Background: an optimization exercise with open tools, aiming at small area. Do not read the settings as production practice. Function was checked by simulation only, so behaviour that the tests miss may differ from the original. Power is estimated from default activity; no workload was simulated.

== PW ==
// avg_bank
module avg_bank (
    input  wire        clk,
    input  wire        rst,
    input  wire        scan,
    input  wire        s_valid,
    input  wire [7:0]  s_pd,
    input  wire [15:0] s_value,
    input  wire [1:0]  s_tag,
    input  wire        cfg_valid,
    input  wire [3:0]  cfg_ch,
    input  wire [7:0]  cfg_pd,
    input  wire [3:0]  cfg_len,
    input  wire [3:0]  rd_ch,
    output reg  [15:0] rd_mean,
    output reg  [31:0] rd_sum,
    output reg  [1:0]  rd_tag,
    output wire [31:0] rd_seq,
    output reg  [31:0] sat_count,
    output reg  [31:0] guard_count,
    output reg  [31:0] inv_count
);
For scale: about 8,200 cells after synthesis, ~2,100 flip-flops, roughly 230 I/O pins, ~98,000 um^2 of cells after synthesis.
make LEC_CHECK=0 CAP_MARGIN=20 CORE_MARGIN=2 CORE_UTILIZATION=65 CTS_BUF_LIST=sky130_fd_sc_hd__clkbuf_16 CTS_CLUSTER_DIAMETER=80 CTS_CLUSTER_SIZE=30 SLEW_MARGIN=20 finish   # period 18.0 ns
run.sh (not shown) runs the stock make flow with config.mk's settings and CLKGATE_MAP_FILE= SYNTH_SCRIPT=/design/flow/synth_recipe.tcl, a recipe that flattens the netlist after the stock synthesis.
PW reached the end of the flow, and the finished layout is clean on the timing, DRC and antenna checks.
--- input diff PW..JK ---
- CTS_CLUSTER_SIZE no longer set, was 30
- CTS_BUF_LIST no longer set, was sky130_fd_sc_hd__clkbuf_16
- CTS_CLUSTER_DIAMETER no longer set, was 80
==> flow/flow/run.sh (new file) <==
#!/bin/bash
# Layout flow: the standard flow (standard.sh), with two changes to how
# the layout is made:
#  - the port buffers are the smallest buffer (buf_1), not the flow's pick;
#  - clock tree synthesis clusters up to 30 sinks within 80 um under each
#    clkbuf_16 leaf buffer and inserts no dummy loads.
# Synthesis, floorplan, power grid, tap cells, placement, routing and the
# constraints are the standard flow's. make's output goes to flow_make.log;
# each ORFS step's own log is under orfs/logs/.
set -euo pipefail
export BUFFER_PORTS_ARGS="-buffer_cell sky130_fd_sc_hd__buf_1"
export CTS_ARGS="-sink_clustering_enable -repair_clock_nets -dont_use_dummy_load -sink_clustering_size 30 -sink_clustering_max_diameter 80 -buf_list sky130_fd_sc_hd__clkbuf_16"
bash standard.sh finish > flow_make.log 2>&1
==> flow/standard.sh (new file) <==
#!/bin/bash
# synth_recipe.tcl (not shown) runs the flow's synth.tcl, then flattens the netlist and writes it again
# the make line also repeats each setting of config.mk as NAME=value (left out here)
make -C /OpenROAD-flow-scripts/flow DESIGN_CONFIG=/design/flow/config.mk WORK_HOME=/design/flow/orfs CLKGATE_MAP_FILE= SYNTH_SCRIPT=/design/flow/synth_recipe.tcl "${@:-finish}"
removed: flow/run.sh
### Flow results
- PW → JK: overall routing resource usage -0.22 points, core utilization fell 1.7 points, synthesis-to-finish area growth went down by 2.6 points, area after synthesis barely changed.
- Worst setup slack deteriorates in JK relative to PW.
- Summary of the comparison: number of antenna violations at the first check in global routing is higher in JK, relative to PW.
- Area share of buffers outside the clock network was higher in the run labelled PW.
- Cmp JK and PW / sequential share of layout area / higher: JK
- Area: JK vs PW -> JK smaller
- The period utilization in JK sits 0.37 points above the value recorded for PW.
- In JK, the met3 layer wire length in the routed design came out about 5% below the value in PW.

* * *

## old
avg_bank, a different RTL version from the one above (not shown whole).
Size: ~8,100 cells after synthesis, roughly 2,100 flip-flops, about 230 I/O pins, roughly 0.097 sq mm of cells after synthesis.
Settings: LEC_CHECK=0, CAP_MARGIN=20, CORE_MARGIN=2, CORE_UTILIZATION=65, SLEW_MARGIN=20; clock period 18.0 ns.
standard.sh (not shown) runs the stock make flow with config.mk's settings and CLKGATE_MAP_FILE= SYNTH_SCRIPT=/design/flow/synth_recipe.tcl, a recipe that flattens the netlist after the stock synthesis.
==> flow/flow/run.sh <==
#!/bin/bash
# Layout flow: the standard flow (standard.sh, which runs the standard
# synthesis and ORFS from floorplan to finish), with three changes to how the
# layout is made:
#  - the port buffers are the smallest buffer (buf_1), not the flow's pick;
#  - clock tree synthesis clusters up to 25 sinks within 100 um under each
#    clkbuf_16 leaf buffer and inserts no dummy loads;
#  - after global routing, repair_timing -recover_power 100 downsizes gates
#    on paths with positive slack.
# make's output goes to flow_make.log; each ORFS step's own log is under
# orfs/logs/.
set -euo pipefail
export BUFFER_PORTS_ARGS="-buffer_cell sky130_fd_sc_hd__buf_1"
export CTS_ARGS="-sink_clustering_enable -repair_clock_nets -dont_use_dummy_load -sink_clustering_size 25 -sink_clustering_max_diameter 100 -buf_list sky130_fd_sc_hd__clkbuf_16"
export RECOVER_POWER=100
bash standard.sh finish > flow_make.log 2>&1
STATUS run=old STAGES=ALL_DONE FINAL_CHECKS=FAILED CAUSE=max-capacitance violations, max-slew violations
Inputs modified between old and new:
diff --git a/flow/flow/run.sh b/flow/flow/run.sh
--- a/flow/flow/run.sh
+++ b/flow/flow/run.sh
@@ -3 +3 @@
-# synthesis and ORFS from floorplan to finish), with three changes to how the
+# synthesis and ORFS from floorplan to finish), with two changes to how the
@@ -8,2 +7,0 @@
-#  - after global routing, repair_timing -recover_power 100 downsizes gates
-#    on paths with positive slack.
@@ -15 +12,0 @@
-export RECOVER_POWER=100
--- outcome ---
new: done, clean on timing, DRC and antenna. Compared to old, new has non-clock buffering overhead in the final layout 0.29 points higher. Diff old..new | power attributed to sequential cells | negligible. Summary: final worst-path setup slack, new better than old. On proportion of total power due to net switching, new tracks old almost exactly. The maximum clock frequency of new is higher than that of old. old vs new, destination of the critical timing path: rd_mean[14] vs guard_count[11]. Fraction of area in clock buffers and inverters: old vs new, no meaningful difference. Diff old -> new: cell count closely matched the old numbers; number of search-and-repair iterations in the first detailed-routing pass increased by 1 relative to the old numbers; met1 layer wirelength in the final routing increased by 1.3 mm relative to the old numbers; sequential share of cell area decreased by 0.26 points relative to the old numbers.

[static timing again, ports no longer ideal]
The flow's constraints put no driver on any port. The routed layouts listed below were extracted and timed again, unchanged, in two steps. Step 1: set_driving_cell puts a clkbuf_16 on clk and a buf_2 on each other input, an assumption about the parent block. Step 2 moves the port delays by t, midway between the first and last clock arrival at a register: inputs arrive t later, outputs are due t later. That takes back most of the time a late clock gives input paths. Three values: ideal, step 1, step 2; two values: the first two.
run	t, ns	setup WS [ns]	worst hold slack (ns)	latest minus earliest clock arrival (ns)
PW	0.855	1.797 / 1.853 / 0.997	0.438 / 0.438 / 0.438	0.045 / 0.045
JK	0.836	1.731 / 1.801 / 0.965	0.410 / 0.410 / 0.410	0.076 / 0.076
old	0.823	0.659 / 0.625 / 0.042	0.437 / 0.437 / 0.437	0.068 / 0.068
new	0.826	1.653 / 1.723 / 0.898	0.438 / 0.438 / 0.438	0.069 / 0.069
The setup slack of PW, which loses most, moves by +0.056 ns with the drivers and by -0.800 ns with both steps.
